What follows belongs to an exercise in optimizing a design on an open flow for small area and few clock cycles per item; a production flow would make more cautious choices.
Function was not checked in any run shown here: the RTL went through the layout flow alone.
Power is estimated from default activity; no workload was simulated.

### flow/constraint.sdc
create_clock -name core_clock -period 5.0 [get_ports {clk}]
set_input_delay 1.0000 -clock core_clock [delete_from_list [all_inputs] [get_ports {clk}]]
set_output_delay 1.0000 -clock core_clock [all_outputs]
set_load 0.01 [all_outputs]
### flow/run.sh
#!/bin/bash
# synth_recipe.tcl (not shown) runs the flow's synth.tcl, then flattens the netlist and writes it again
# the make line also repeats each setting of config.mk as NAME=value (left out here)
make -C /OpenROAD-flow-scripts/flow DESIGN_CONFIG=/design/flow/config.mk WORK_HOME=/design/flow/orfs CLKGATE_MAP_FILE= SYNTH_SCRIPT=/design/flow/synth_recipe.tcl finish
### flow/design.v
module rs_pair_enc (
    input  wire       clk,
    input  wire       rst,
    input  wire       in_valid,
    output wire       in_ready,
    input  wire [9:0] in_sym,
    output wire       out_valid,
    input  wire       out_ready,
    output wire [9:0] out_sym,
    output wire       out_last
);
    localparam NMSG = 1040;               
    localparam NSYM = 1088;               
    localparam SEG  = 24;                 
    reg  [10:0]  cnt;                     
    reg  [5:0]   rot;                     
    reg          clr;                     
    reg  [479:0] r;                       
    wire in_msg = (cnt < NMSG);
    wire last   = (cnt == NSYM - 1);
    wire idle   = clr || (rot != 6'd0);
    assign in_ready  = !idle && in_msg && out_ready;
    assign out_valid = !idle && (in_msg ? in_valid : 1'b1);
    wire   xfer      = !rst && out_valid && out_ready;
    wire   rot_m     = !rst && !clr && !xfer;       
    wire   step_msg  = xfer && in_msg;              
    wire [9:0] top = r[479:470];
    wire [9:0] top_std = top;
    assign out_sym  = in_msg ? in_sym : top_std;
    assign out_last = last;
    wire [9:0] fb = (in_sym ^ top_std) & {10{step_msg}};
    wire pm_t0;
    rs_xor2 x_pm_t0 (.a(fb[1]), .b(fb[8]), .y(pm_t0));
    wire pm_t1;
    rs_xor2 x_pm_t1 (.a(fb[2]), .b(fb[9]), .y(pm_t1));
    wire pm_t2;
    rs_xor2 x_pm_t2 (.a(fb[0]), .b(fb[7]), .y(pm_t2));
    wire pm_t3;
    rs_xor2 x_pm_t3 (.a(fb[5]), .b(fb[6]), .y(pm_t3));
    wire pm_t4;
    rs_xor2 x_pm_t4 (.a(fb[3]), .b(fb[4]), .y(pm_t4));
    wire pm_t5;
    rs_xor2 x_pm_t5 (.a(fb[4]), .b(fb[9]), .y(pm_t5));
    wire pm_t6;
    rs_xor2 x_pm_t6 (.a(fb[5]), .b(fb[8]), .y(pm_t6));
    wire pm_t7;
    rs_xor2 x_pm_t7 (.a(fb[3]), .b(pm_t1), .y(pm_t7));
    wire pm_t8;
    rs_xor2 x_pm_t8 (.a(fb[6]), .b(pm_t0), .y(pm_t8));
    wire pm_t9;
    rs_xor2 x_pm_t9 (.a(fb[0]), .b(pm_t3), .y(pm_t9));
    wire pm_t10;
    rs_xor2 x_pm_t10 (.a(fb[6]), .b(fb[8]), .y(pm_t10));
    wire pm_t11;
    rs_xor2 x_pm_t11 (.a(fb[2]), .b(fb[7]), .y(pm_t11));
    wire pm_t12;
    rs_xor2 x_pm_t12 (.a(fb[4]), .b(pm_t1), .y(pm_t12));
    wire pm_t13;
    rs_xor2 x_pm_t13 (.a(fb[3]), .b(fb[9]), .y(pm_t13));
    wire pm_t14;
    rs_xor2 x_pm_t14 (.a(fb[1]), .b(pm_t3), .y(pm_t14));
    wire pm_t15;
    rs_xor2 x_pm_t15 (.a(fb[9]), .b(pm_t4), .y(pm_t15));
    wire pm_t16;
    rs_xor2 x_pm_t16 (.a(fb[5]), .b(pm_t2), .y(pm_t16));
    wire pm_t17;
    rs_xor2 x_pm_t17 (.a(pm_t1), .b(pm_t4), .y(pm_t17));
    wire pm_t18;
    rs_xor2 x_pm_t18 (.a(fb[1]), .b(fb[6]), .y(pm_t18));
    wire pm_t19;
    rs_xor2 x_pm_t19 (.a(pm_t2), .b(pm_t3), .y(pm_t19));
    wire pm_t20;
    rs_xor2 x_pm_t20 (.a(fb[4]), .b(fb[6]), .y(pm_t20));
    wire pm_t21;
    rs_xor2 x_pm_t21 (.a(fb[2]), .b(pm_t2), .y(pm_t21));
    wire pm_t22;
    rs_xor2 x_pm_t22 (.a(pm_t2), .b(pm_t7), .y(pm_t22));
    wire pm_t23;
    rs_xor2 x_pm_t23 (.a(fb[0]), .b(pm_t0), .y(pm_t23));
    wire pm_t24;
    rs_xor2 x_pm_t24 (.a(pm_t0), .b(pm_t4), .y(pm_t24));
    wire pm_t25;
    rs_xor2 x_pm_t25 (.a(fb[7]), .b(pm_t5), .y(pm_t25));
    wire pm_t26;
    rs_xor2 x_pm_t26 (.a(fb[7]), .b(pm_t7), .y(pm_t26));
    wire pm_t27;
    rs_xor2 x_pm_t27 (.a(fb[5]), .b(pm_t12), .y(pm_t27));
    wire pm_t28;
    rs_xor2 x_pm_t28 (.a(fb[0]), .b(fb[6]), .y(pm_t28));
    wire pm_t29;
    rs_xor2 x_pm_t29 (.a(fb[1]), .b(fb[7]), .y(pm_t29));
    wire pm_t30;
    rs_xor2 x_pm_t30 (.a(fb[2]), .b(pm_t8), .y(pm_t30));
    wire pm_t31;
    rs_xor2 x_pm_t31 (.a(pm_t4), .b(pm_t10), .y(pm_t31));
    wire pm_t32;
    rs_xor2 x_pm_t32 (.a(pm_t1), .b(pm_t2), .y(pm_t32));
    wire pm_t33;
    rs_xor2 x_pm_t33 (.a(pm_t0), .b(pm_t9), .y(pm_t33));
    wire pm_t34;
    rs_xor2 x_pm_t34 (.a(pm_t0), .b(pm_t3), .y(pm_t34));
    wire pm_t35;
    rs_xor2 x_pm_t35 (.a(fb[9]), .b(pm_t2), .y(pm_t35));
    wire pm_t36;
    rs_xor2 x_pm_t36 (.a(fb[8]), .b(pm_t19), .y(pm_t36));
    wire pm_t37;
    rs_xor2 x_pm_t37 (.a(fb[1]), .b(pm_t16), .y(pm_t37));
    wire pm_t38;
    rs_xor2 x_pm_t38 (.a(fb[7]), .b(pm_t6), .y(pm_t38));
    wire pm_t39;
    rs_xor2 x_pm_t39 (.a(fb[3]), .b(pm_t3), .y(pm_t39));
    wire pm_t40;
    rs_xor2 x_pm_t40 (.a(fb[4]), .b(pm_t2), .y(pm_t40));
    wire pm_t41;
    rs_xor2 x_pm_t41 (.a(fb[8]), .b(pm_t17), .y(pm_t41));
    wire pm_t42;
    rs_xor2 x_pm_t42 (.a(fb[2]), .b(pm_t4), .y(pm_t42));
    wire pm_t43;
    rs_xor2 x_pm_t43 (.a(fb[9]), .b(pm_t10), .y(pm_t43));
    wire pm_t44;
    rs_xor2 x_pm_t44 (.a(fb[2]), .b(fb[4]), .y(pm_t44));
    wire pm_t45;
    rs_xor2 x_pm_t45 (.a(pm_t0), .b(pm_t15), .y(pm_t45));
    wire pm_t46;
    rs_xor2 x_pm_t46 (.a(fb[3]), .b(pm_t14), .y(pm_t46));
    wire pm_t47;
    rs_xor2 x_pm_t47 (.a(fb[8]), .b(pm_t9), .y(pm_t47));
    wire pm_t48;
    rs_xor2 x_pm_t48 (.a(fb[8]), .b(pm_t11), .y(pm_t48));
    wire pm_t49;
    rs_xor2 x_pm_t49 (.a(fb[7]), .b(pm_t14), .y(pm_t49));
    wire pm_t50;
    rs_xor2 x_pm_t50 (.a(fb[7]), .b(pm_t18), .y(pm_t50));
    wire pm_t51;
    rs_xor2 x_pm_t51 (.a(fb[3]), .b(fb[7]), .y(pm_t51));
    wire pm_t52;
    rs_xor2 x_pm_t52 (.a(pm_t0), .b(pm_t19), .y(pm_t52));
    wire pm_t53;
    rs_xor2 x_pm_t53 (.a(fb[7]), .b(pm_t20), .y(pm_t53));
    wire pm_t54;
    rs_xor2 x_pm_t54 (.a(pm_t2), .b(pm_t13), .y(pm_t54));
    wire pm_t55;
    rs_xor2 x_pm_t55 (.a(fb[1]), .b(fb[5]), .y(pm_t55));
    wire pm_t56;
    rs_xor2 x_pm_t56 (.a(pm_t6), .b(pm_t15), .y(pm_t56));
    wire pm_t57;
    rs_xor2 x_pm_t57 (.a(fb[9]), .b(pm_t47), .y(pm_t57));
    wire pm_t58;
    rs_xor2 x_pm_t58 (.a(fb[7]), .b(pm_t1), .y(pm_t58));
    wire pm_t59;
    rs_xor2 x_pm_t59 (.a(pm_t5), .b(pm_t9), .y(pm_t59));
    wire pm_t60;
    rs_xor2 x_pm_t60 (.a(fb[0]), .b(fb[5]), .y(pm_t60));
    wire pm_t61;
    rs_xor2 x_pm_t61 (.a(pm_t0), .b(pm_t16), .y(pm_t61));
    wire pm_t62;
    rs_xor2 x_pm_t62 (.a(pm_t3), .b(pm_t48), .y(pm_t62));
    wire pm_t63;
    rs_xor2 x_pm_t63 (.a(fb[3]), .b(pm_t11), .y(pm_t63));
    wire pm_t64;
    rs_xor2 x_pm_t64 (.a(fb[7]), .b(pm_t41), .y(pm_t64));
    wire pm_t65;
    rs_xor2 x_pm_t65 (.a(fb[0]), .b(fb[8]), .y(pm_t65));
    wire pm_t66;
    rs_xor2 x_pm_t66 (.a(pm_t6), .b(pm_t25), .y(pm_t66));
    wire pm_t67;
    rs_xor2 x_pm_t67 (.a(pm_t5), .b(pm_t28), .y(pm_t67));
    wire pm_t68;
    rs_xor2 x_pm_t68 (.a(fb[4]), .b(pm_t3), .y(pm_t68));
    wire pm_t69;
    rs_xor2 x_pm_t69 (.a(fb[5]), .b(pm_t15), .y(pm_t69));
    wire pm_t70;
    rs_xor2 x_pm_t70 (.a(pm_t0), .b(pm_t21), .y(pm_t70));
    wire pm_t71;
    rs_xor2 x_pm_t71 (.a(fb[0]), .b(pm_t6), .y(pm_t71));
    wire pm_t72;
    rs_xor2 x_pm_t72 (.a(fb[5]), .b(pm_t0), .y(pm_t72));
    wire pm_t73;
    rs_xor2 x_pm_t73 (.a(fb[0]), .b(pm_t20), .y(pm_t73));
    wire pm_t74;
    rs_xor2 x_pm_t74 (.a(pm_t18), .b(pm_t35), .y(pm_t74));
    wire pm_t75;
    rs_xor2 x_pm_t75 (.a(fb[8]), .b(pm_t4), .y(pm_t75));
    wire pm_t76;
    rs_xor2 x_pm_t76 (.a(pm_t23), .b(pm_t69), .y(pm_t76));
    wire pm_t77;
    rs_xor2 x_pm_t77 (.a(fb[0]), .b(pm_t10), .y(pm_t77));
    wire pm_t78;
    rs_xor2 x_pm_t78 (.a(fb[9]), .b(pm_t36), .y(pm_t78));
    wire pm_t79;
    rs_xor2 x_pm_t79 (.a(pm_t4), .b(pm_t16), .y(pm_t79));
    wire pm_t80;
    rs_xor2 x_pm_t80 (.a(pm_t17), .b(pm_t33), .y(pm_t80));
    wire pm_t81;
    rs_xor2 x_pm_t81 (.a(fb[8]), .b(pm_t54), .y(pm_t81));
    wire pm_t82;
    rs_xor2 x_pm_t82 (.a(pm_t4), .b(pm_t14), .y(pm_t82));
    wire pm_t83;
    rs_xor2 x_pm_t83 (.a(pm_t4), .b(pm_t8), .y(pm_t83));
    wire pm_t84;
    rs_xor2 x_pm_t84 (.a(fb[4]), .b(pm_t9), .y(pm_t84));
    wire pm_t85;
    rs_xor2 x_pm_t85 (.a(fb[2]), .b(pm_t10), .y(pm_t85));
    wire pm_t86;
    rs_xor2 x_pm_t86 (.a(fb[6]), .b(pm_t42), .y(pm_t86));
    wire pm_t87;
    rs_xor2 x_pm_t87 (.a(fb[3]), .b(pm_t37), .y(pm_t87));
    wire pm_t88;
    rs_xor2 x_pm_t88 (.a(fb[4]), .b(fb[7]), .y(pm_t88));
    wire pm_t89;
    rs_xor2 x_pm_t89 (.a(fb[9]), .b(pm_t52), .y(pm_t89));
    wire pm_t90;
    rs_xor2 x_pm_t90 (.a(fb[6]), .b(pm_t21), .y(pm_t90));
    wire pm_t91;
    rs_xor2 x_pm_t91 (.a(fb[7]), .b(pm_t45), .y(pm_t91));
    wire pm_t92;
    rs_xor2 x_pm_t92 (.a(pm_t18), .b(pm_t22), .y(pm_t92));
    wire pm_t93;
    rs_xor2 x_pm_t93 (.a(fb[7]), .b(pm_t27), .y(pm_t93));
    wire pm_t94;
    rs_xor2 x_pm_t94 (.a(pm_t12), .b(pm_t33), .y(pm_t94));
    wire pm_t95;
    rs_xor2 x_pm_t95 (.a(fb[6]), .b(pm_t1), .y(pm_t95));
    wire pm_t96;
    rs_xor2 x_pm_t96 (.a(pm_t16), .b(pm_t24), .y(pm_t96));
    wire pm_t97;
    rs_xor2 x_pm_t97 (.a(pm_t1), .b(pm_t38), .y(pm_t97));
    wire pm_t98;
    rs_xor2 x_pm_t98 (.a(fb[1]), .b(pm_t12), .y(pm_t98));
    wire pm_t99;
    rs_xor2 x_pm_t99 (.a(fb[3]), .b(pm_t61), .y(pm_t99));
    wire pm_t100;
    rs_xor2 x_pm_t100 (.a(fb[5]), .b(pm_t26), .y(pm_t100));
    wire pm_t101;
    rs_xor2 x_pm_t101 (.a(fb[4]), .b(pm_t29), .y(pm_t101));
    wire pm_t102;
    rs_xor2 x_pm_t102 (.a(pm_t4), .b(pm_t9), .y(pm_t102));
    wire pm_t103;
    rs_xor2 x_pm_t103 (.a(pm_t15), .b(pm_t77), .y(pm_t103));
    wire pm_t104;
    rs_xor2 x_pm_t104 (.a(pm_t8), .b(pm_t13), .y(pm_t104));
    wire pm_t105;
    rs_xor2 x_pm_t105 (.a(pm_t13), .b(pm_t28), .y(pm_t105));
    wire pm_t106;
    rs_xor2 x_pm_t106 (.a(fb[1]), .b(pm_t17), .y(pm_t106));
    wire pm_t107;
    rs_xor2 x_pm_t107 (.a(fb[8]), .b(pm_t22), .y(pm_t107));
    wire pm_t108;
    rs_xor2 x_pm_t108 (.a(pm_t16), .b(pm_t45), .y(pm_t108));
    wire pm_t109;
    rs_xor2 x_pm_t109 (.a(fb[8]), .b(fb[9]), .y(pm_t109));
    wire pm_t110;
    rs_xor2 x_pm_t110 (.a(fb[0]), .b(pm_t8), .y(pm_t110));
    wire pm_t111;
    rs_xor2 x_pm_t111 (.a(fb[1]), .b(pm_t40), .y(pm_t111));
    wire pm_t112;
    rs_xor2 x_pm_t112 (.a(pm_t11), .b(pm_t20), .y(pm_t112));
    wire pm_t113;
    rs_xor2 x_pm_t113 (.a(fb[7]), .b(pm_t109), .y(pm_t113));
    wire pm_t114;
    rs_xor2 x_pm_t114 (.a(pm_t8), .b(pm_t11), .y(pm_t114));
    wire pm_t115;
    rs_xor2 x_pm_t115 (.a(pm_t14), .b(pm_t15), .y(pm_t115));
    wire pm_t116;
    rs_xor2 x_pm_t116 (.a(pm_t7), .b(pm_t110), .y(pm_t116));
    wire pm_t117;
    rs_xor2 x_pm_t117 (.a(pm_t4), .b(pm_t29), .y(pm_t117));
    wire pm_t118;
    rs_xor2 x_pm_t118 (.a(pm_t12), .b(pm_t50), .y(pm_t118));
    wire pm_t119;
    rs_xor2 x_pm_t119 (.a(pm_t13), .b(pm_t14), .y(pm_t119));
    wire pm_t120;
    rs_xor2 x_pm_t120 (.a(fb[4]), .b(pm_t23), .y(pm_t120));
    wire pm_t121;
    rs_xor2 x_pm_t121 (.a(pm_t6), .b(pm_t42), .y(pm_t121));
    wire pm_t122;
    rs_xor2 x_pm_t122 (.a(pm_t14), .b(pm_t40), .y(pm_t122));
    wire pm_t123;
    rs_xor2 x_pm_t123 (.a(pm_t7), .b(pm_t16), .y(pm_t123));
    wire pm_t124;
    rs_xor2 x_pm_t124 (.a(fb[5]), .b(pm_t23), .y(pm_t124));
    wire pm_t125;
    rs_xor2 x_pm_t125 (.a(fb[3]), .b(pm_t36), .y(pm_t125));
    wire pm_t126;
    rs_xor2 x_pm_t126 (.a(pm_t10), .b(pm_t51), .y(pm_t126));
    wire pm_t127;
    rs_xor2 x_pm_t127 (.a(pm_t14), .b(pm_t26), .y(pm_t127));
    wire pm_t128;
    rs_xor2 x_pm_t128 (.a(fb[8]), .b(pm_t12), .y(pm_t128));
    wire pm_t129;
    rs_xor2 x_pm_t129 (.a(pm_t11), .b(pm_t34), .y(pm_t129));
    wire pm_t130;
    rs_xor2 x_pm_t130 (.a(pm_t6), .b(pm_t32), .y(pm_t130));
    wire pm_t131;
    rs_xor2 x_pm_t131 (.a(fb[0]), .b(pm_t27), .y(pm_t131));
    wire pm_t132;
    rs_xor2 x_pm_t132 (.a(fb[7]), .b(pm_t31), .y(pm_t132));
    wire pm_t133;
    rs_xor2 x_pm_t133 (.a(pm_t15), .b(pm_t36), .y(pm_t133));
    wire pm_t134;
    rs_xor2 x_pm_t134 (.a(fb[2]), .b(pm_t46), .y(pm_t134));
    wire pm_t135;
    rs_xor2 x_pm_t135 (.a(fb[6]), .b(pm_t13), .y(pm_t135));
    wire pm_t136;
    rs_xor2 x_pm_t136 (.a(fb[7]), .b(pm_t3), .y(pm_t136));
    wire pm_t137;
    rs_xor2 x_pm_t137 (.a(fb[5]), .b(pm_t29), .y(pm_t137));
    wire pm_t138;
    rs_xor2 x_pm_t138 (.a(pm_t5), .b(pm_t33), .y(pm_t138));
    wire pm_t139;
    rs_xor2 x_pm_t139 (.a(fb[1]), .b(pm_t22), .y(pm_t139));
    wire pm_t140;
    rs_xor2 x_pm_t140 (.a(pm_t8), .b(pm_t88), .y(pm_t140));
    wire pm_t141;
    rs_xor2 x_pm_t141 (.a(pm_t12), .b(pm_t71), .y(pm_t141));
    wire pm_t142;
    rs_xor2 x_pm_t142 (.a(pm_t6), .b(pm_t63), .y(pm_t142));
    wire pm_t143;
    rs_xor2 x_pm_t143 (.a(pm_t5), .b(pm_t52), .y(pm_t143));
    wire pm_t144;
    rs_xor2 x_pm_t144 (.a(pm_t8), .b(pm_t25), .y(pm_t144));
    wire pm_t145;
    rs_xor2 x_pm_t145 (.a(pm_t4), .b(pm_t90), .y(pm_t145));
    wire pm_t146;
    rs_xor2 x_pm_t146 (.a(fb[9]), .b(pm_t50), .y(pm_t146));
    wire pm_t147;
    rs_xor2 x_pm_t147 (.a(pm_t8), .b(pm_t35), .y(pm_t147));
    wire pm_t148;
    rs_xor2 x_pm_t148 (.a(pm_t17), .b(pm_t71), .y(pm_t148));
    wire pm_t149;
    rs_xor2 x_pm_t149 (.a(fb[0]), .b(pm_t5), .y(pm_t149));
    wire pm_t150;
    rs_xor2 x_pm_t150 (.a(pm_t9), .b(pm_t13), .y(pm_t150));
    wire pm_t151;
    rs_xor2 x_pm_t151 (.a(pm_t8), .b(pm_t12), .y(pm_t151));
    wire pm_t152;
    rs_xor2 x_pm_t152 (.a(pm_t2), .b(pm_t5), .y(pm_t152));
    wire pm_t153;
    rs_xor2 x_pm_t153 (.a(pm_t17), .b(pm_t49), .y(pm_t153));
    wire pm_t154;
    rs_xor2 x_pm_t154 (.a(pm_t10), .b(pm_t21), .y(pm_t154));
    wire pm_t155;
    rs_xor2 x_pm_t155 (.a(fb[8]), .b(pm_t25), .y(pm_t155));
    wire pm_t156;
    rs_xor2 x_pm_t156 (.a(pm_t3), .b(pm_t26), .y(pm_t156));
    wire pm_t157;
    rs_xor2 x_pm_t157 (.a(fb[5]), .b(pm_t5), .y(pm_t157));
    wire pm_t158;
    rs_xor2 x_pm_t158 (.a(pm_t11), .b(pm_t31), .y(pm_t158));
    wire pm_t159;
    rs_xor2 x_pm_t159 (.a(pm_t6), .b(pm_t44), .y(pm_t159));
    wire pm_t160;
    rs_xor2 x_pm_t160 (.a(pm_t1), .b(pm_t6), .y(pm_t160));
    wire pm_t161;
    rs_xor2 x_pm_t161 (.a(pm_t13), .b(pm_t23), .y(pm_t161));
    wire pm_t162;
    rs_xor2 x_pm_t162 (.a(fb[6]), .b(pm_t32), .y(pm_t162));
    wire pm_t163;
    rs_xor2 x_pm_t163 (.a(fb[7]), .b(pm_t10), .y(pm_t163));
    wire pm_t164;
    rs_xor2 x_pm_t164 (.a(pm_t13), .b(pm_t55), .y(pm_t164));
    wire pm_t165;
    rs_xor2 x_pm_t165 (.a(pm_t10), .b(pm_t13), .y(pm_t165));
    wire pm_t166;
    rs_xor2 x_pm_t166 (.a(fb[3]), .b(pm_t65), .y(pm_t166));
    wire pm_t167;
    rs_xor2 x_pm_t167 (.a(fb[8]), .b(pm_t39), .y(pm_t167));
    wire pm_t168;
    rs_xor2 x_pm_t168 (.a(fb[6]), .b(fb[9]), .y(pm_t168));
    wire pm_t169;
    rs_xor2 x_pm_t169 (.a(fb[0]), .b(pm_t30), .y(pm_t169));
    wire pm_t170;
    rs_xor2 x_pm_t170 (.a(fb[4]), .b(pm_t30), .y(pm_t170));
    wire pm_t171;
    rs_xor2 x_pm_t171 (.a(pm_t10), .b(pm_t11), .y(pm_t171));
    wire pm_t172;
    rs_xor2 x_pm_t172 (.a(pm_t5), .b(pm_t37), .y(pm_t172));
    wire pm_t173;
    rs_xor2 x_pm_t173 (.a(fb[2]), .b(pm_t6), .y(pm_t173));
    wire pm_t174;
    rs_xor2 x_pm_t174 (.a(pm_t19), .b(pm_t44), .y(pm_t174));
    wire pm_t175;
    rs_xor2 x_pm_t175 (.a(pm_t21), .b(pm_t31), .y(pm_t175));
    wire pm_t176;
    rs_xor2 x_pm_t176 (.a(pm_t4), .b(pm_t62), .y(pm_t176));
    wire pm_t177;
    rs_xor2 x_pm_t177 (.a(fb[5]), .b(pm_t25), .y(pm_t177));
    wire pm_t178;
    rs_xor2 x_pm_t178 (.a(fb[9]), .b(pm_t34), .y(pm_t178));
    wire pm_t179;
    rs_xor2 x_pm_t179 (.a(pm_t12), .b(pm_t34), .y(pm_t179));
    wire pm_t180;
    rs_xor2 x_pm_t180 (.a(pm_t2), .b(pm_t6), .y(pm_t180));
    wire pm_t181;
    rs_xor2 x_pm_t181 (.a(pm_t0), .b(pm_t32), .y(pm_t181));
    wire pm_t182;
    rs_xor2 x_pm_t182 (.a(fb[2]), .b(pm_t73), .y(pm_t182));
    wire pm_t183;
    rs_xor2 x_pm_t183 (.a(pm_t13), .b(pm_t65), .y(pm_t183));
    wire pm_t184;
    rs_xor2 x_pm_t184 (.a(pm_t3), .b(pm_t44), .y(pm_t184));
    wire pm_t185;
    rs_xor2 x_pm_t185 (.a(pm_t7), .b(pm_t55), .y(pm_t185));
    wire pm_t186;
    rs_xor2 x_pm_t186 (.a(pm_t12), .b(pm_t23), .y(pm_t186));
    wire pm_t187;
    rs_xor2 x_pm_t187 (.a(fb[6]), .b(pm_t25), .y(pm_t187));
    wire pm_t188;
    rs_xor2 x_pm_t188 (.a(fb[5]), .b(pm_t4), .y(pm_t188));
    wire pm_t189;
    rs_xor2 x_pm_t189 (.a(pm_t20), .b(pm_t21), .y(pm_t189));
    wire pm_t190;
    rs_xor2 x_pm_t190 (.a(pm_t1), .b(pm_t18), .y(pm_t190));
    wire pm_t191;
    rs_xor2 x_pm_t191 (.a(fb[2]), .b(pm_t72), .y(pm_t191));
    wire pm_t192;
    rs_xor2 x_pm_t192 (.a(fb[6]), .b(pm_t5), .y(pm_t192));
    wire pm_t193;
    rs_xor2 x_pm_t193 (.a(pm_t11), .b(pm_t46), .y(pm_t193));
    wire pm_t194;
    rs_xor2 x_pm_t194 (.a(fb[4]), .b(pm_t49), .y(pm_t194));
    wire pm_t195;
    rs_xor2 x_pm_t195 (.a(pm_t0), .b(pm_t26), .y(pm_t195));
    wire pm_t196;
    rs_xor2 x_pm_t196 (.a(fb[3]), .b(pm_t19), .y(pm_t196));
    wire pm_t197;
    rs_xor2 x_pm_t197 (.a(fb[1]), .b(pm_t149), .y(pm_t197));
    wire pm_t198;
    rs_xor2 x_pm_t198 (.a(pm_t5), .b(pm_t36), .y(pm_t198));
    wire pm_t199;
    rs_xor2 x_pm_t199 (.a(pm_t3), .b(pm_t58), .y(pm_t199));
    wire pm_t200;
    rs_xor2 x_pm_t200 (.a(fb[3]), .b(fb[8]), .y(pm_t200));
    wire pm_t201;
    rs_xor2 x_pm_t201 (.a(pm_t4), .b(pm_t55), .y(pm_t201));
    wire pm_t202;
    rs_xor2 x_pm_t202 (.a(pm_t2), .b(pm_t56), .y(pm_t202));
    wire pm_t203;
    rs_xor2 x_pm_t203 (.a(fb[5]), .b(pm_t42), .y(pm_t203));
    wire pm_t204;
    rs_xor2 x_pm_t204 (.a(pm_t9), .b(pm_t15), .y(pm_t204));
    wire pm_t205;
    rs_xor2 x_pm_t205 (.a(pm_t17), .b(pm_t29), .y(pm_t205));
    wire pm_t206;
    rs_xor2 x_pm_t206 (.a(pm_t10), .b(pm_t22), .y(pm_t206));
    wire pm_t207;
    rs_xor2 x_pm_t207 (.a(pm_t11), .b(pm_t24), .y(pm_t207));
    wire pm_t208;
    rs_xor2 x_pm_t208 (.a(pm_t17), .b(pm_t60), .y(pm_t208));
    wire pm_t209;
    rs_xor2 x_pm_t209 (.a(fb[2]), .b(pm_t33), .y(pm_t209));
    wire pm_t210;
    rs_xor2 x_pm_t210 (.a(pm_t0), .b(pm_t7), .y(pm_t210));
    wire pm_t211;
    rs_xor2 x_pm_t211 (.a(pm_t1), .b(pm_t52), .y(pm_t211));
    wire pm_t212;
    rs_xor2 x_pm_t212 (.a(fb[5]), .b(fb[9]), .y(pm_t212));
    wire pm_t213;
    rs_xor2 x_pm_t213 (.a(pm_t0), .b(pm_t54), .y(pm_t213));
    wire pm_t214;
    rs_xor2 x_pm_t214 (.a(pm_t7), .b(pm_t28), .y(pm_t214));
    wire pm_t215;
    rs_xor2 x_pm_t215 (.a(fb[2]), .b(pm_t24), .y(pm_t215));
    wire pm_t216;
    rs_xor2 x_pm_t216 (.a(fb[8]), .b(pm_t21), .y(pm_t216));
    wire pm_t217;
    rs_xor2 x_pm_t217 (.a(pm_t8), .b(pm_t26), .y(pm_t217));
    wire pm_t218;
    rs_xor2 x_pm_t218 (.a(pm_t8), .b(pm_t32), .y(pm_t218));
    wire pm_t219;
    rs_xor2 x_pm_t219 (.a(pm_t2), .b(pm_t14), .y(pm_t219));
    wire pm_t220;
    rs_xor2 x_pm_t220 (.a(fb[4]), .b(fb[8]), .y(pm_t220));
    wire pm_t221;
    rs_xor2 x_pm_t221 (.a(pm_t7), .b(pm_t23), .y(pm_t221));
    wire pm_t222;
    rs_xor2 x_pm_t222 (.a(pm_t11), .b(pm_t68), .y(pm_t222));
    wire pm_t223;
    rs_xor2 x_pm_t223 (.a(fb[4]), .b(pm_t34), .y(pm_t223));
    wire pm_t224;
    rs_xor2 x_pm_t224 (.a(pm_t0), .b(pm_t51), .y(pm_t224));
    wire pm_t225;
    rs_xor2 x_pm_t225 (.a(pm_t9), .b(pm_t98), .y(pm_t225));
    wire pm_t226;
    rs_xor2 x_pm_t226 (.a(pm_t1), .b(pm_t8), .y(pm_t226));
    wire pm_t227;
    rs_xor2 x_pm_t227 (.a(pm_t18), .b(pm_t40), .y(pm_t227));
    wire pm_t228;
    rs_xor2 x_pm_t228 (.a(fb[5]), .b(pm_t13), .y(pm_t228));
    wire [239:0] p = {fb[6], fb[5], fb[4], fb[3], pm_t1, pm_t0, pm_t2, fb[9], fb[8], fb[7], pm_t68, pm_t188, pm_t17, pm_t210, pm_t181, pm_t147, pm_t78, pm_t113, pm_t163, pm_t136, pm_t39, pm_t27, pm_t24, pm_t22, pm_t30, pm_t37, pm_t67, pm_t43, pm_t38, pm_t53, pm_t39, pm_t27, pm_t24, pm_t22, pm_t30, pm_t37, pm_t67, pm_t43, pm_t38, pm_t53, pm_t152, pm_t165, pm_t97, pm_t140, pm_t196, pm_t184, pm_t201, pm_t63, pm_t190, pm_t124, pm_t66, pm_t132, pm_t156, pm_t179, pm_t96, pm_t145, pm_t134, pm_t70, pm_t74, pm_t57, pm_t137, pm_t73, pm_t228, pm_t128, pm_t224, pm_t162, pm_t178, pm_t120, pm_t54, pm_t85, pm_t84, pm_t69, pm_t41, pm_t195, pm_t218, pm_t89, pm_t198, pm_t81, pm_t171, pm_t49, pm_t207, pm_t92, pm_t209, pm_t172, pm_t103, pm_t142, pm_t118, pm_t174, pm_t115, pm_t148, pm_t223, pm_t79, pm_t86, pm_t185, pm_t186, pm_t213, pm_t154, pm_t155, pm_t126, pm_t199, pm_t206, pm_t129, pm_t122, pm_t204, pm_t121, pm_t205, pm_t116, pm_t119, pm_t141, pm_t91, pm_t203, pm_t106, pm_t221, pm_t70, pm_t74, pm_t57, pm_t66, pm_t62, pm_t194, pm_t102, pm_t220, pm_t51, pm_t95, pm_t72, pm_t40, pm_t135, pm_t160, pm_t29, pm_t28, pm_t212, pm_t45, pm_t107, pm_t114, pm_t219, pm_t59, pm_t56, pm_t64, pm_t112, pm_t46, pm_t131, pm_t125, pm_t222, pm_t82, pm_t208, pm_t215, pm_t139, pm_t169, pm_t104, pm_t130, pm_t144, fb[4], fb[3], pm_t1, pm_t0, pm_t2, pm_t168, pm_t6, fb[7], fb[6], fb[5], pm_t38, pm_t53, pm_t39, pm_t27, pm_t24, pm_t22, pm_t30, pm_t23, pm_t35, pm_t43, pm_t127, pm_t94, pm_t108, pm_t175, pm_t193, pm_t225, pm_t76, pm_t138, pm_t202, pm_t158, pm_t117, pm_t214, pm_t191, pm_t111, pm_t105, pm_t173, pm_t101, pm_t227, pm_t150, pm_t159, pm_t60, pm_t5, pm_t200, pm_t58, pm_t8, pm_t16, pm_t192, pm_t166, pm_t11, pm_t18, pm_t217, pm_t211, pm_t143, pm_t133, pm_t176, pm_t153, pm_t80, pm_t59, pm_t56, pm_t64, pm_t93, pm_t83, pm_t123, pm_t170, pm_t87, pm_t182, pm_t164, pm_t180, pm_t187, pm_t167, pm_t50, pm_t9, pm_t157, pm_t75, pm_t26, pm_t226, pm_t61, pm_t197, pm_t183, pm_t48, pm_t47, pm_t177, pm_t31, pm_t100, pm_t151, pm_t99, pm_t189, pm_t161, pm_t216, pm_t146};
    wire [479:0] d;
    genvar k;
    generate
        for (k = 0; k < 48; k = k + 1) begin : stage
            if (k == 0) begin : first
                assign d[9:0] = (r[10*SEG-1 -: 10] & {10{rot_m}}) | p[9:0];
            end else if (k % SEG == 0) begin : bottom
                wire [9:0] sel = (r[10*k-1 -: 10] & {10{xfer}}) | (r[10*(k+SEG)-1 -: 10] & {10{rot_m}});
                rs_xor2 #(10) x (.a(sel), .b(p[5*k +: 10]), .y(d[10*k +: 10]));
            end else if (k % 2 == 0) begin : tap
                rs_xor2 #(10) x (.a(r[10*k-1 -: 10]), .b(p[5*k +: 10]), .y(d[10*k +: 10]));
            end else begin : plain
                assign d[10*k +: 10] = r[10*k-1 -: 10];
            end
        end
    endgenerate
    always @(posedge clk) begin
        r <= d;
        if (rst) begin
            cnt <= 11'd0;
            clr <= 1'b1;
            rot <= 6'd1;
        end else begin
            if (clr || rot != 6'd0)
                rot <= (rot == SEG - 1) ? 6'd0 : rot + 6'd1;
            else if (!xfer)
                rot <= 6'd1;
            if (clr && rot == SEG - 1)
                clr <= 1'b0;
            if (xfer)
                cnt <= last ? 11'd0 : cnt + 11'd1;
        end
    end
endmodule
module rs_xor2 #(parameter W = 1) (
    input  wire [W-1:0] a,
    input  wire [W-1:0] b,
    output wire [W-1:0] y
);
    assign y = a ^ b;
endmodule
### flow/config.mk
export PLATFORM = sky130hd
export DESIGN_NAME = rs_pair_enc
export DESIGN_NICKNAME = rs_pair_enc
export VERILOG_FILES = /design/flow/design.v
export SDC_FILE = /design/flow/constraint.sdc
export NUM_CORES = 4
export LEC_CHECK = 0
export CAP_MARGIN = 20
export CORE_MARGIN = 2
export CORE_UTILIZATION = 45
export SLEW_MARGIN = 20
export SYNTH_HIERARCHICAL = 1
export SYNTH_MINIMUM_KEEP_SIZE = 0
==> results of run 1 <==
## per-stage QoR
step / std cells / util
final: 1732 / 0.540
after global routing: 1732 / 0.540
after CTS: 1732 / 0.540
after detailed placement: 1646 / 0.494
after global placement: 1646 / 0.494
after floorplan: 1115 / -
## final cells by class
type,count,area [µm²]
sequential,498,9970
fill,2825,15300
clock buffer,71,1390
multi-input combinational,605,5160
timing repair buffer,92,756
clock inverter,15,135
tap,448,561
inverter,3,11.3
## per-layer routing
layer | vias up | GRT usage
li1 | 3806 | -
met1 | 3681 | 0.273
met2 | 146 | 0.301
met3 | 50 | 0.0296
met4 | 0 | 0.0495
met5 | - | 0
## worst paths after layout
kind                                start      to  slack (ps)  cells past startpoint
worst max-delay path            out_ready   r[65]         820                     11
worst min-delay path               r[264]  r[274]         320                      0
worst max register to register     rot[0]   r[65]        1170                     12
worst min register to register     r[264]  r[274]         320                      0
## power breakdown
group	internal, W	switching [W]
logic	0.0000293	0.0000263
registers	0.00397	0.00000425
clock network	0.00202	0.00143
total	0.00602	0.00146
## cells in the final DEF (no fill, tap or decap), types with 3 or more instances in the layout
cell type,n
a21oi_1,14
o31ai_1,6
clkbuf_16,49
nand2_1,7
xnor2_1,11
nand4_1,4
clkbuf_8,8
nand3_1,7
clkinv_2,10
buf_4,66
xor2_2,7
clkbuf_1,14
inv_1,3
dfxtp_1,498
nor2_1,9
or4_1,7
nor2_2,10
ha_1,3
mux2_2,10
nor3_1,5
a21o_1,12
clkdlybuf4s50_1,26
a22o_1,10
xor2_1,454
## sequential cells by signal, summed over array words and instances (netlist names)
| signal | count |
|---|---|
| clr | 1 |
| cnt | 11 |
| r | 480 |
| rot | 6 |
## cell families (layout without fill, tap and decap cells)
logic type               Yosys count  in the layout  synth area share
buffers and inverters             12            181           0.00382
AO/OA/AOI/OAI                     54             54            0.0257
flip-flops                       498            498             0.661
XOR/XNOR                         472            472             0.274
adder cells (fa/ha/maj)            3              3           0.00249
AND/OR/NAND/NOR                   65             65            0.0243
multiplexers                      11             11           0.00813
## modules after synthesis (local to each module, per instance), excerpt
module,cells inside,flops+latches
rs_pair_enc,656,498
rs_xor2,1,0
## worst max-delay path: stages
cell and delay [ps]:
clkdlybuf4s50_1 460, or4b_1 510, nor2_1 180, nand3_2 340, nor2_2 300, buf_4 330, xor2_1 250, xor2_1 460
xor2_1 420, xor2_1 210, xor2_1 170
## cells in the mapped netlist, types with 2 or more instances
master,n,area [µm²]
nor3_1,5,25.0
o41ai_1,2,17.5
mux2_2,10,113
or2_2,2,12.5
nand3_1,7,35.0
xnor2_1,11,96.3
a21oi_1,14,70.1
clkbuf_1,6,22.5
o21ai_0,2,10.0
xor2_1,461,4040
ha_1,3,37.5
a21o_1,12,90.1
o31ai_1,7,52.6
nand4_1,4,25.0
nor2_1,19,71.3
nand2_1,7,26.3
dfxtp_1,498,9970
or3_1,2,12.5
or4_1,7,52.6
inv_1,3,11.3
a22o_1,10,87.6
or4b_1,2,20.0
==> key figures, run 1 <==
Outcome
  – Status: timing/DRC/antenna clean

Yosys
  – Cell Area, Synth: 15100 µm²
  – Number of synthesis warnings: 7
  – Syn Inst Count: 1115
  – Most used DFF post-synth: dfxtp_1
  – Ys async rst share: 0
  – Synthesized Nets: 1132
  – Avg Cell Area, Syn: 13.5 µm²
  – Post-synth EDFFs: 0
  – Sequential share of the synthesized area: 0.661
  – Netlist cell types: 43
  – #FFs+latches synth: 498

Timing
  – Crit path setup slack, layout: 819 ps
  – Relative slew margins: 0.263
  – Final hold slack: 319 ps
  – Final hold viol count: 0
  – RSZ-0062 raised after global routing: no
  – Setup Skew: 12.3 ps
  – Post-route minimum period: 4180 ps
  – Final setup viols: 0
  – F_max: 239 MHz
  – Max Slew Vio Count: 0
  – Slew @ Worst Pin: 1100 ps
  – Post-route setup TNS: 0 ps
  – Period utilization: 0.836

CTS
  – Cts repair resizes: 0
  – Root Buffer: clkbuf_16
  – Clock Path Buffers: 3
  – CTS sink count: 498
  – Register clock-pin slew on the reported worst setup and hold paths: 60 ps
  – Cts hold-fix bufs: 0
  – CTS tree: built
  – Setup bufs post-CTS: 0
  – CTS H-tree lvls: 2
  – Worst skew pair latency: 550 ps
  – CTS Buf Count: 48

Route
  – Met2 routed WL: 14900 µm
  – Vias per cell: 4.44
  – M1 WL: 15900 µm
  – DR vias: 7683
  – # DRC: 0
  – DR top layer: met4
  – Post-DRT Antenna Nets: 0
  – Met3 Wirelength: 1700 µm
  – Total Wirelength: 33200 µm
  – Initial DRC Count: 418
  – DR WL/cell: 19.2 µm
  – First-pass iteration count of the detailed router: 7

Setup path
  – CP Data Required Time: 5470 ps
  – Setup crit start kind: input port
  – Crit Path Category: in -> reg
  – CP Data Arrival Time: 4650 ps
  – Crit end category: register
  – CP Max Fanout: 12

Job
  – Max-Cap Viols: 0

Global routing
  – Largest net degree at the start of global routing: 22
  – Antenna violations before repair: 0
  – Tot GR Track Use: 0.190
  – Vias in the first global route: 7573
  – First-pass GRT wire length: 48900 µm
  – Grt ovf: 0

Floorplanning
  – Full die area: 35000 µm²
  – Num rows: 67
  – Io pins: 27
  – Initial Utilization: 0.453
  – Chip Height: 187 µm
  – Width of the die: 187 µm
  – Total core area: 33300 µm²

Pwr
  – Peak VDD IR: 0.283 mV
  – Power per cell area: 416 nW/µm²
  – Leak: 9.95 nW
  – Total power: 0.00749 W

Layout
  – Area delta synth->final: 19.3%
  – Design Area, Final: 18000 µm²
  – Fraction of layout cells with a size suffix above 1: 0.136
  – Final nets: 1265
  – Number of diodes: 0

Hold path
  – HP Class: reg -> reg

Placement
  – PortBufs: 26
  – DP HPWL: 22600 µm
  – Placed cell area: 16500 µm²
  – DP Worst Slack: 305 ps
  – Gpl congestion: 0.813
==> inputs of run 2 (changes only) <==
--- a/flow/config.mk
+++ b/flow/config.mk
@@ -8,5 +8,6 @@
 export CAP_MARGIN = 20
 export CORE_MARGIN = 2
-export CORE_UTILIZATION = 45
+export CORE_UTILIZATION = 60
+export CTS_BUF_LIST = sky130_fd_sc_hd__clkbuf_2 sky130_fd_sc_hd__clkbuf_4
 export SLEW_MARGIN = 20
 export SYNTH_HIERARCHICAL = 1
==> run 2 against run 1 <==
  * Maximum frequency up 0.26%
  * First-iteration DRC count up 21%
  * Power down 6.4%
  * Register-to-register slack worse by 160 ps
  * Worst setup slack better by 11 ps
  * Sequential cell count unchanged
  * Synthesized cell count unchanged
  * Critical path depth down 6
  * Critical path type is now reg -> out
  * Critical endpoint is now out_sym[4]
==> key figures, run 2 <==
Outcome
  – Status: timing/DRC/antenna clean

Floorplanning
  – Initial Utilization: 0.606 (+0.153)
  – Chip Height: 163 µm (-13%)
  – Full die area: 26400 µm² (-25%)
  – Total core area: 24900 µm² (-25%)
  – Io pins: 27 (unchanged)
  – Width of the die: 163 µm (-13%)
  – Num rows: 58 (-13%)

Route
  – DR WL/cell: 19.1 µm (-0.11%)
  – DR vias: 8223 (+7.0%)
  – # DRC: 0 (unchanged)
  – Initial DRC Count: 507 (+21%)
  – Post-DRT Antenna Nets: 0 (unchanged)
  – Total Wirelength: 33100 µm (-0.34%)
  – First-pass iteration count of the detailed router: 5 (-2)
  – Vias per cell: 4.76 (+7.3%)

Yosys
  – Sequential share of the synthesized area: 0.661 (unchanged)
  – Netlist cell types: 43 (unchanged)
  – Top cell type by total area after synthesis: dfxtp_1
  – Count leader, synth: dfxtp_1
  – Avg Cell Area, Syn: 13.5 µm² (unchanged)
  – Number of synthesis warnings: 7 (unchanged)
  – Top cells by area, synth: dfxtp_1 (66%), xor2_1 (27%), mux2_2 (0.75%)
  – Post-synth EDFFs: 0 (unchanged)
  – Ys async rst share: 0 (unchanged)
  – Synthesized Nets: 1132 (unchanged)
  – #FFs+latches synth: 498 (unchanged)
  – Cell Area, Synth: 15100 µm² (unchanged)
  – Syn Inst Count: 1115 (unchanged)
  – Post-synth top cells: dfxtp_1 (498), xor2_1 (461), nor2_1 (19)
  – Most used DFF post-synth: dfxtp_1
  – Share of the synthesized area in the top cell type: 0.661 (unchanged)

Layout
  – Utilization after layout: 0.711 (+0.171)
  – Area delta synth->final: 17.4%
  – Commonest non-fill, non-tap cell in the layout: dfxtp_1
  – Design Area, Final: 17700 µm² (-1.6%)
  – Layout Cells excl Fill: 1728 (-0.23%)
  – Fraction of layout cells with a size suffix above 1: 0.197 (+0.0610)
  – Final nets: 1333 (+5.4%)
  – Largest registers: r: 480 flops, cnt: 11 flops, rot: 6 flops
  – Top reg by flops: r
  – Most frequent cells in the layout: dfxtp_1 (498), xor2_1 (454), clkbuf_4 (164)
  – FILL cells: 1817 (-36%)
  – Max reg flops: 480 (unchanged)

Global routing
  – Antenna violations before repair: 1 (+1)
  – Layer with the highest usage: met2
  – Vias in the first global route: 8126 (+7.3%)
  – Grt ovf: 0 (unchanged)
  – First-pass GRT wire length: 48900 µm (unchanged)
  – Tot GR Track Use: 0.257 (+0.0671)
  – Largest net degree at the start of global routing: 23 (+4.5%)
  – Met3 Use GR: 0.0558 (+0.0261)
  – Met2 Usage GRT: 0.401 (+0.0999)
  – Met1 Use GR: 0.358 (+0.0854)

Timing
  – Post-route minimum period: 4170 ps (-10.8 ps)
  – F_max: 240 MHz (+0.26%)
  – Final setup viols: 0 (unchanged)
  – Period utilization: 0.834 (-0.00216)
  – Setup Skew: 36.1 ps (+23.7 ps)
  – Relative slew margins: 0.429 (+0.166)
  – RSZ-0062 raised after global routing: no
  – Final hold viol count: 0 (unchanged)
  – Slew @ Worst Pin: 856 ps (-246 ps)
  – Max Slew Vio Count: 0 (unchanged)
  – Final hold slack: 291 ps (-27.5 ps)

CTS
  – CTS sink count: 498 (unchanged)
  – Root Buffer: clkbuf_4
  – Cts hold-fix bufs: 0 (unchanged)
  – Cts repair resizes: 0 (unchanged)
  – Setup bufs post-CTS: 0 (unchanged)
  – CTS tree: built
  – CTS H-tree lvls: 3 (+1)
  – CTS Buf Count: 115 (+140%)
  – Register clock-pin slew on the reported worst setup and hold paths: 70 ps (about the same)
  – Worst skew pair latency: 740 ps (+190 ps)
  – Clock Path Buffers: 3 (unchanged)

Setup path
  – Critical Path Start: cnt[6]
  – CP Data Required Time: 4000 ps (-1470 ps)
  – CP Max Fanout: 11 (-1)
  – R2R depth: 13 (+1)
  – CP endpoint: out_sym[4]
  – Crit Reg-Reg Startpoint: rot[0]
  – FF-to-FF End: r[123]
  – Crit end category: primary output
  – R2R setup slack: 1010 ps (-160 ps)
  – CP Data Arrival Time: 3170 ps (-1480 ps)
  – Crit Path Category: reg -> out
  – Setup crit start kind: register

Placement
  – Placed cell area: 16300 µm² (-0.90%)
  – Cell total after placement: 1529 (-7.1%)
  – DP HPWL: 22300 µm (-1.0%)
  – Gpl congestion: 0.819 (+0.79%)
  – PortBufs: 26 (unchanged)

Hold path
  – HP Class: reg -> reg

Pwr
  – Power per cell area: 396 nW/µm² (-4.9%)
  – Peak VDD IR: 0.319 mV (+13%)
  – Leak: 10.0 nW (+0.71%)

Job
  – Max-Cap Viols: 0 (unchanged)
-- run 2: cell counts after synthesis --
No cell type changed its count.
-- run 2: modules after synthesis (local to each module, per instance), excerpt --
module | flops+latches | cells inside
rs_pair_enc | 498 | 656
rs_xor2 | 0 | 1
-- run 2: logic make-up after synthesis --
group,Yosys count,share of synthesized area
flip-flops,498,0.661
XOR/XNOR,472,0.274
multiplexers,11,0.00813
AO/OA/AOI/OAI,54,0.0257
buffers and inverters,12,0.00382
AND/OR/NAND/NOR,65,0.0243
adder cells (fa/ha/maj),3,0.00249
-- run 2: per-stage QoR --
step / setup TNS, ps / total power [W] / setup WS (ps)
global route: 0 / 0.00731 / 721
global placement: 0 / 0.00412 / 122
CTS: 0 / 0.00710 / 769
finish: 0 / 0.00701 / 829
detailed placement: 0 / 0.00412 / 185
floorplan: -1400 / 0.00409 / -144
-- run 2: metal layers --
layer / up-vias / wire length (µm)
met1: 3925 / 15600
met2: 219 / 15100
met4: 0 / 678
met3: 55 / 1670
li1: 4024 / -
met5: - / 0
-- run 2: worst max-delay path, stage by stage, from the launching register on --
cell,delay [ps]
dfxtp_1,380
or4_1,610
o31ai_4,230
buf_4,320
mux2_2,410
clkdlybuf4s50_1,480
-- run 2: power breakdown --
| group | total, W | internal (W) | switching [W] |
|---|---|---|---|
| clock network | 0.00298 | 0.00151 | 0.00147 |
| registers | 0.00397 | 0.00397 | 0.00000422 |
| logic | 0.0000541 | 0.0000288 | 0.0000253 |
-- run 2: cell type report --
class | instances | area (µm²) | area share
diodes | 4 | 10.0 | 0.000566
clock buffers | 164 | 1230 | 0.0696
clock inverters | 31 | 145 | 0.00820
inverters | 3 | 11.3 | 0.000636
multi-input cells | 605 | 5150 | 0.291
flip-flops and latches | 498 | 9970 | 0.563
well taps | 330 | 413 | 0.0233
repair buffers | 93 | 763 | 0.0431
-- run 2: worst min-delay path by stage --
stage                     cells after the start  startpoint  endpoint
after floorplan                               0        r[0]     r[10]
after global placement                        0      r[406]    r[416]
after detailed placement                      0       r[47]     r[57]
after CTS                                     0      r[301]    r[311]
after global routing                          0      r[301]    r[311]
final                                         0      r[301]    r[311]
==> inputs of run 3 (changes only) <==
--- a/flow/design.v
+++ b/flow/design.v
@@ -14,10 +14,11 @@
     localparam SEG  = 24;                 
     reg  [10:0]  cnt;                     
-    reg  [5:0]   rot;                     
+    reg  [4:0]   rot;                     
     reg          clr;                     
     reg  [479:0] r;                       
-    wire in_msg = (cnt < NMSG);
-    wire last   = (cnt == NSYM - 1);
-    wire idle   = clr || (rot != 6'd0);
+    wire in_msg  = !(cnt[10] && (cnt[5] || cnt[4]));      
+    wire last    = cnt[10] && (&cnt[5:0]);                
+    wire rot_end = rot[0] && rot[1] && rot[2] && rot[4];                  
+    wire idle    = clr || (rot != 0);
     assign in_ready  = !idle && in_msg && out_ready;
     assign out_valid = !idle && (in_msg ? in_valid : 1'b1);
@@ -510,11 +511,11 @@
             cnt <= 11'd0;
             clr <= 1'b1;
-            rot <= 6'd1;
+            rot <= 1;
         end else begin
-            if (clr || rot != 6'd0)
-                rot <= (rot == SEG - 1) ? 6'd0 : rot + 6'd1;
+            if (idle)
+                rot <= rot_end ? 0 : rot + 1;
             else if (!xfer)
-                rot <= 6'd1;
-            if (clr && rot == SEG - 1)
+                rot <= 1;
+            if (rot_end)
                 clr <= 1'b0;
             if (xfer)
--- a/flow/config.mk
+++ b/flow/config.mk
@@ -8,6 +8,6 @@
 export CAP_MARGIN = 20
 export CORE_MARGIN = 2
-export CORE_UTILIZATION = 60
-export CTS_BUF_LIST = sky130_fd_sc_hd__clkbuf_2 sky130_fd_sc_hd__clkbuf_4
+export CORE_UTILIZATION = 65
+export GPL_TIMING_DRIVEN = 0
 export SLEW_MARGIN = 20
 export SYNTH_HIERARCHICAL = 1
==> run 3 against run 2 <==
  * Utilization increased by 8.8 points
  * Global-route usage is 1.5 points higher
  * Power rose by 8.4%
  * Largest cell class unchanged
  * Still clean
  * Clock power is about 20% higher
==> key figures, run 3 <==
Floorplanning
  – Io pins: 27 (unchanged)
  – Width of the die: 156 µm (-4.2%)
  – Full die area: 24300 µm² (-8.2%)
  – Chip Height: 156 µm (-4.2%)
  – Total core area: 22600 µm² (-9.0%)
  – Num rows: 55 (-5.2%)
  – Initial Utilization: 0.661 (+0.0554)

Hold path
  – HP Class: reg -> reg
  – Hold_sp: r[322]
  – Cells on Worst Hold Path: 0 (unchanged)
  – WHS Endpoint: r[332]

Pwr
  – Peak VDD IR: 0.399 mV (+25%)
  – Leak: 9.92 nW (-1.0%)
  – Power per cell area: 420 nW/µm² (+6.1%)

Yosys
  – Synthesized Nets: 1123 (-0.80%)
  – Share of the synthesized area in the top cell type: 0.665 (+0.00347)
  – Most used DFF post-synth: dfxtp_1
  – Sequential share of the synthesized area: 0.665 (+0.00347)
  – Count leader, synth: dfxtp_1
  – Post-synth top cells: dfxtp_1 (497), xor2_1 (462), nor2_1 (18)
  – #FFs+latches synth: 497 (-0.20%)
  – Cell Area, Synth: 15000 µm² (-0.72%)
  – Top cells by area, synth: dfxtp_1 (66%), xor2_1 (27%), mux2_2 (0.75%)
  – Syn Inst Count: 1105 (-0.90%)
  – Netlist cell types: 35 (-19%)
  – Avg Cell Area, Syn: 13.5 µm² (+0.18%)
  – Ys async rst share: 0 (unchanged)
  – Post-synth EDFFs: 0 (unchanged)
  – Top cell type by total area after synthesis: dfxtp_1
  – Number of synthesis warnings: 7 (unchanged)

Outcome
  – Status: timing/DRC/antenna clean

Route
  – Total Wirelength: 32000 µm (-3.1%)
  – DR WL/cell: 20.8 µm (+8.9%)
  – # DRC: 0 (unchanged)
  – Post-DRT Antenna Nets: 0 (unchanged)
  – DR vias: 7763 (-5.6%)
  – Initial DRC Count: 480 (-5.3%)
  – Vias per cell: 5.05 (+6.1%)
  – First-pass iteration count of the detailed router: 5 (unchanged)

Layout
  – Final nets: 1234 (-7.4%)
  – Most frequent cells in the layout: dfxtp_1 (497), xor2_1 (436), clkbuf_16 (48)
  – Largest registers: r: 480 flops, cnt: 11 flops, rot: 5 flops
  – Fraction of layout cells with a size suffix above 1: 0.132 (-0.0655)
  – Design Area, Final: 18100 µm² (+2.2%)
  – Number of diodes: 0 (-4)
  – Commonest non-fill, non-tap cell in the layout: dfxtp_1
  – Max reg flops: 480 (unchanged)
  – Utilization after layout: 0.799 (+0.0877)
  – Top reg by flops: r
  – Area delta synth->final: 20.8%

Setup path
  – Crit-path most repeated cell: xor2_1
  – Critical Path Max Stage Delay: 470 ps (-140 ps)
  – Crit Reg-Reg Startpoint: rot[0]
  – Crit-path slowest cell: xor2_1
  – R2R depth: 14 (+1)
  – CP cell instances: clkdlybuf4s50_1, clkbuf_1, nor2_1, nand3_1, or3_1, buf_2, nor2_4, buf_4, xor2_4, buf_6, xor2_1, xor2_1, xor2_1, xor2_1
  – R2R setup slack: 450 ps (-560 ps)
  – FF-to-FF End: r[65]
  – CP Data Required Time: 5440 ps (+1440 ps)
  – CP Data Arrival Time: 5210 ps (+2040 ps)
  – Critical Path Start: rst
  – CP Max Fanout: 12 (+1)
  – Crit Path Category: in -> reg
  – Setup crit start kind: input port
  – Crit end category: register

Timing
  – Period utilization: 0.954 (+0.120)
  – Max Slew Vio Count: 0 (unchanged)
  – F_max: 210 MHz (-13%)
  – Relative slew margins: 0.297 (-0.132)
  – Post-route setup TNS: 0 ps (unchanged)
  – Crit path setup slack, layout: 231 ps (-599 ps)
  – RSZ-0062 raised after global routing: no
  – Final setup viols: 0 (unchanged)
  – Post-route minimum period: 4770 ps (+599 ps)
  – Final hold slack: 318 ps (+26.2 ps)
  – Setup Skew: 21.1 ps (-14.9 ps)
  – Slew @ Worst Pin: 1050 ps (+195 ps)
  – Final hold viol count: 0 (unchanged)

Global routing
  – Grt ovf: 0 (unchanged)
  – Antenna violations before repair: 1 (unchanged)
  – Largest net degree at the start of global routing: 16 (-30%)
  – Vias in the first global route: 7596 (-6.5%)
  – Tot GR Track Use: 0.272 (+0.0146)
  – First-pass GRT wire length: 47300 µm (-3.2%)

Placement
  – DP HPWL: 20400 µm (-8.8%)
  – Placed cell area: 16200 µm² (-0.58%)
  – DP Worst Slack: -1420 ps (-1600 ps)
  – Gpl congestion: 0.822 (+0.33%)
  – PortBufs: 26 (unchanged)

CTS
  – Register clock-pin slew on the reported worst setup and hold paths: 60 ps (about the same)
  – CTS Buf Count: 47 (-59%)
  – Worst skew pair latency: 550 ps (-190 ps)
  – Root Buffer: clkbuf_16
  – CTS tree: built
  – CTS H-tree lvls: 2 (-1)
  – Clock Path Buffers: 3 (unchanged)
  – CTS sink count: 497 (-0.20%)
  – Cts hold-fix bufs: 0 (unchanged)

Job
  – Max-Cap Viols: 0 (unchanged)
[run 3: changes by cell type after synthesis, moves of 3 or more]
| cell | previous run | this run |
|---|---|---|
| a21oi_1 | 14 | 9 |
| o31ai_1 | 7 | 2 |
| nor3_1 | 5 | 0 |
| o211ai_1 | 0 | 3 |
| nand2_1 | 7 | 11 |
| o21ai_0 | 2 | 5 |
| inv_1 | 3 | 7 |
[run 3: layout make-up]
type,instances,area (µm²)
multi-input combinational,592,5360
timing repair buffer,62,749
tap,285,357
sequential,497,9950
buffer,9,36.3
fill,1379,4560
inverter,7,26.3
clock inverter,19,220
clock buffer,66,1380
[run 3: kinds of logic (layout without fill, tap and decap cells)]
group	after synthesis	in the layout	share of synthesized area
compound gates	50	50	0.0245
flops	497	497	0.665
xor+xnor	473	473	0.277
mux	10	10	0.00752
fa+ha+maj	4	4	0.00334
buf+inv	16	163	0.00410
simple gates	55	55	0.0190
[run 3: per-layer routing]
metal | GRT usage | wire, µm | share of wire | vias to the layer above
met5 | 0 | 0 | 0 | -
met4 | 0.0760 | 800 | 0.025 | 0
met3 | 0.0431 | 1430 | 0.045 | 57
met2 | 0.447 | 15000 | 0.47 | 170
met1 | 0.377 | 14800 | 0.46 | 3843
li1 | - | - | - | 3693
[run 3: modules after synthesis, one instance, submodules excluded, a selection]
module,times used,flip-flops and latches
rs_pair_enc,1,497
rs_xor2,229,0
[run 3: how the worst max path moves through the flow]
| stage | to | slack [ps] | cells after the start |
|---|---|---|---|
| 3_3_place_gp | r[306] | -3070 | 12 |
| 2_1_floorplan | r[183] | -40 | 11 |
| 4_1_cts | r[324] | -30 | 13 |
| 5_1_grt | r[64] | 100 | 14 |
| 3_5_place_dp | r[367] | -1420 | 12 |
| 6_report | r[65] | 230 | 14 |
[run 3: where the power goes]
group	leakage, nW	total [W]	internal (W)	switching (W)
logic	5.13	0.0000523	0.0000294	0.0000230
registers	4.00	0.00397	0.00396	0.00000470
clock network	0.794	0.00358	0.00213	0.00144
total	9.92	0.00760	0.00613	0.00147
[run 3: metrics by stage]
step	instances	total power, W
3_3_place_gp	1416	0.00411
2_1_floorplan	1105	0.00408
6_report	1537	0.00760
5_1_grt	1537	0.00781
3_5_place_dp	1432	0.00411
4_1_cts	1534	0.00764
[run 3: what timing repair did]
action / in CTS / in global routing
resized for setup: 7 / 5
setup buffers: 17 / 3
pin swaps: 8 / 1
gates cloned: 0 / 0
endpoints found under the hold margin: 0 / 0
endpoints found under the setup margin: 88 / 24
[run 3: worst max-delay path, delay by kind of cell]
family | cells | cell delay, ps
simple gates | 4 | 880
xor+xnor | 5 | 1700
buf+inv | 5 | 1600
==> inputs of run 4 (changes only) <==
==> flow/flow/run.sh (new file) <==
#!/bin/bash
# Own flow: the standard layout, with the clock tree built without dummy
# loads and from small clock buffers.
set -euo pipefail
export CTS_ARGS="-sink_clustering_enable -repair_clock_nets -dont_use_dummy_load -buf_list {sky130_fd_sc_hd__clkbuf_2 sky130_fd_sc_hd__clkbuf_4 sky130_fd_sc_hd__clkbuf_8}"
bash standard.sh > flow_make.log 2>&1
==> flow/standard.sh (new file) <==
#!/bin/bash
# synth_recipe.tcl (not shown) runs the flow's synth.tcl, then flattens the netlist and writes it again
# the make line also repeats each setting of config.mk as NAME=value (left out here)
make -C /OpenROAD-flow-scripts/flow DESIGN_CONFIG=/design/flow/config.mk WORK_HOME=/design/flow/orfs CLKGATE_MAP_FILE= SYNTH_SCRIPT=/design/flow/synth_recipe.tcl "${@:-finish}"
removed: flow/run.sh
==> run 4 against run 3 <==
  * Clock-buffer cell count rose by 9
  * Clock skew rose by 34 ps
  * Largest power group unchanged
  * Global-route usage barely moved
  * Maximum frequency rose by 1.1%
  * Power fell by 13%
  * Clock power fell by 27%
  * Utilization fell by 2.6 points
  * Critical path depth rose by 1
  * Non-clock buffer count rose by 2
==> key figures, run 4 <==
Yosys
  – Synth Area in Compound Gates: 0.0245 (unchanged)
  – Number of synthesis warnings: 7 (unchanged)
  – Adder-cell share of the synthesized area: 0.00334 (unchanged)
  – Synthesized Nets: 1123 (unchanged)
  – Post-synth top cells: dfxtp_1 (497), xor2_1 (462), nor2_1 (18)
  – Xor and xnor fraction of the mapped netlist area: 0.277 (unchanged)
  – Netlist cell types: 35 (unchanged)
  – Post-synth EDFFs: 0 (unchanged)
  – Ys async rst share: 0 (unchanged)
  – Most used DFF post-synth: dfxtp_1
  – Sequential share of the synthesized area: 0.665 (unchanged)
  – Synth Area in Simple Gates: 0.0190 (unchanged)
  – Mux share of post-synthesis cell area: 0.00752 (unchanged)
  – Share of the synthesized area in the top cell type: 0.665 (unchanged)
  – #FFs+latches synth: 497 (unchanged)
  – Count leader, synth: dfxtp_1
  – Cell Area, Synth: 15000 µm² (unchanged)
  – Largest family of logic cells by synthesized area: XOR/XNOR gates
  – Avg Cell Area, Syn: 13.5 µm² (unchanged)
  – Syn Inst Count: 1105 (unchanged)
  – Top cell type by total area after synthesis: dfxtp_1
  – Top cells by area, synth: dfxtp_1 (66%), xor2_1 (27%), mux2_2 (0.75%)

Setup path
  – CP Data Arrival Time: 5190 ps (-20 ps)
  – Crit-path slowest cell: xor2_1
  – CP top delay family: buffers and inverters
  – CP Max Fanout: 15 (+3)
  – Crit Path Category: in -> reg
  – CP Data Required Time: 5480 ps (+40 ps)
  – Worst Path Buf+Inv: 6 (+1)
  – CP cell instances: clkdlybuf4s50_1, clkbuf_1, nor2_1, nand3_1, or3_1, buf_2, nor2_4, buf_12, xor2_4, buf_4, xor2_2, buf_6, xor2_1, xor2_1, xor2_1
  – Setup crit start kind: input port
  – Critical Path Max Stage Delay: 480 ps (about the same)
  – Crit end category: register
  – Crit-path most repeated cell: xor2_1

Hold path
  – HP Class: reg -> reg

Route
  – M1 WL: 14300 µm (-3.8%)
  – Met3 Wirelength: 1880 µm (+32%)
  – DR WL/cell: 20.7 µm (-0.66%)
  – # DRC: 0 (unchanged)
  – Initial DRC Count: 355 (-26%)
  – DR vias: 7771 (+0.10%)
  – Post-DRT Antenna Nets: 0 (unchanged)
  – Vias per cell: 5.08 (+0.56%)
  – DR top layer: met4
  – First-pass iteration count of the detailed router: 4 (-1)
  – Met2 routed WL: 14700 µm (-2.2%)
  – Total Wirelength: 31700 µm (-1.1%)

Outcome
  – Status: timing/DRC/antenna clean

Timing
  – Final hold viol count: 0 (unchanged)
  – Setup Skew: 54.8 ps (+33.7 ps)
  – Crit path setup slack, layout: 285 ps (+53.7 ps)
  – Max Slew Vio Count: 0 (unchanged)
  – RSZ-0062 raised after global routing: no
  – Final setup viols: 0 (unchanged)
  – F_max: 212 MHz (+1.1%)
  – Slew @ Worst Pin: 1020 ps (-27.6 ps)
  – Post-route minimum period: 4720 ps (-53.7 ps)
  – Period utilization: 0.943 (-0.0107)
  – Relative slew margins: 0.316 (+0.0185)

Placement
  – DP Worst Slack: -1420 ps (unchanged)
  – Gpl congestion: 0.822 (unchanged)
  – PortBufs: 26 (unchanged)
  – DP HPWL: 20400 µm (unchanged)

Floorplanning
  – Width of the die: 156 µm (unchanged)
  – Total core area: 22600 µm² (unchanged)
  – Chip Height: 156 µm (unchanged)
  – Initial Utilization: 0.661 (unchanged)
  – Full die area: 24300 µm² (unchanged)
  – Num rows: 55 (unchanged)
  – Io pins: 27 (unchanged)

Pwr
  – Leak: 9.68 nW (-2.5%)
  – Peak VDD IR: 0.279 mV (-30%)
  – Power per cell area: 379 nW/µm² (-9.9%)

Layout
  – Utilization after layout: 0.773 (-0.0258)
  – FILL cells: 1483 (+7.5%)
  – Combined area of the multi-input logic cells: 5330 µm² (-0.63%)
  – Fraction of layout cells with a size suffix above 1: 0.129 (-0.00237)
  – Max reg flops: 480 (unchanged)
  – Area delta synth->final: 16.9%
  – Largest registers: r: 480 flops, cnt: 11 flops, rot: 5 flops
  – Top reg by flops: r
  – Final nets: 1264 (+2.4%)
  – Most frequent cells in the layout: dfxtp_1 (497), xor2_1 (439), clkbuf_8 (75)
  – Commonest non-fill, non-tap cell in the layout: dfxtp_1
  – Sequential cell area: 9950 µm² (unchanged)

CTS
  – CTS Buf Count: 75 (+60%)
  – CTS sink count: 497 (unchanged)
  – CTS tree: built
  – Cts hold-fix bufs: 0 (unchanged)
  – Worst skew pair latency: 580 ps (+30 ps)
  – Root Buffer: clkbuf_8
  – Register clock-pin slew on the reported worst setup and hold paths: 60 ps (about the same)
  – CTS H-tree lvls: 3 (+1)
  – Clock Path Buffers: 3 (unchanged)

Global routing
  – Antenna violations before repair: 1 (unchanged)
  – Tot GR Track Use: 0.272 (about the same)
  – Vias in the first global route: 7850 (+3.3%)
  – First-pass GRT wire length: 47100 µm (-0.48%)
  – Grt ovf: 0 (unchanged)
  – Largest net degree at the start of global routing: 16 (unchanged)

Job
  – Max-Cap Viols: 0 (unchanged)
run 4: changes by cell type in the layout (fill, tap and decap cells not counted), sizes merged, moves of 2 or more:
cell	delta
buf	+2
bufinv	-4
clkbuf	+9
clkinv	-13
run 4: where the power goes:
| part | leakage [nW] | internal (W) | switching, W |
|---|---|---|---|
| Sequential | 4.00 | 0.00397 | 0.00000474 |
| Clock | 0.539 | 0.00132 | 0.00128 |
| Combinational | 5.14 | 0.0000294 | 0.0000230 |
| Total | 9.68 | 0.00532 | 0.00130 |
run 4: Yosys stat by module (local to each module, per instance), a selection:
module	flip-flops and latches	cells inside	copies in the design	area, µm²
rs_pair_enc	497	646	1	10900
rs_xor2	0	1	229	8.76
run 4: cell type report:
type,instances,area share
Antenna cell,1,0.000143
Buffer,9,0.00207
Clock buffer,75,0.0590
Inverter,7,0.00150
Multi-Input combinational cell,592,0.305
Sequential cell,497,0.569
Tap cell,285,0.0204
Timing Repair Buffer,64,0.0437
run 4: cells by family after synthesis:
logic type | count (synthesis)
flops | 497
simple gates | 55
compound gates | 50
xor+xnor | 473
mux | 10
fa+ha+maj | 4
buf+inv | 16
run 4: repair_timing:
item	4_1_cts	5_1_grt
gates resized for setup	6	2
buffers inserted	18	4
pin swaps	7	2
endpoints found under the setup margin	78	27
run 4: per-stage QoR:
step	cell area [µm²]	power (W)	setup TNS (ps)	hold WS (ps)	instances
after global routing	17500	0.00686	0	290	1529
after detailed placement	16200	0.00411	-95450	312	1432
after global placement	15600	0.00411	-422000	310	1416
final	17500	0.00662	0	293	1530
after floorplan	15000	0.00408	-78.6	310	1105
after CTS	17400	0.00670	0	285	1525
run 4: path summary, 6_finish.rpt:
check,start,end,slack (ps),cells after the start
setup / recovery,rst,r[128],280,15
hold reg to reg,r[104],r[114],290,0
hold / removal,r[104],r[114],290,0
setup reg to reg,rot[0],r[128],480,15
run 4: per-layer routing:
metal	GRT usage	vias up
met4	0.106	0
met5	0	-
met3	0.0581	74
li1	-	3717
met1	0.365	3787
met2	0.436	193

-- what the ideal ports hide --
No port has a modelled driver above. Below, the same layouts with a new extraction and two added sets of constraints.
Step 1 (the two cells are an assumption about what drives the block):
set clk [get_ports {clk}]
set_driving_cell -lib_cell sky130_fd_sc_hd__clkbuf_16 $clk
set_driving_cell -lib_cell sky130_fd_sc_hd__buf_2 [delete_from_list [all_inputs] $clk]
Step 2 times the ports against the registers' clock, not the clock port: input delays grow and output delays shrink by t, the midpoint of the rising clock arrivals with the driver on.
Three values: ideal, step 1, step 2; two values: the first two.
run	shift t [ns]	setup slack, ns	worst setup path at the end	slew at the worst register clock pin (ns)	worst data-port slew with drivers (ns)
run 1	0.593	0.819 / 0.848 / 0.256	input to register	0.06 / 0.06	0.03
run 2	0.768	0.829 / 0.785 / 0.104	input to register	0.07 / 0.07	0.03
run 3	0.584	0.231 / 0.254 / -0.330	input to register	0.07 / 0.07	0.03
run 4	0.597	0.285 / 0.304 / -0.292	input to register	0.06 / 0.06	0.03
Met with ideal ports but missed after step 2: setup timing in run 3 and run 4. The setup slack of run 2, which loses most, moves by -0.044 ns with the drivers and by -0.725 ns with both steps.
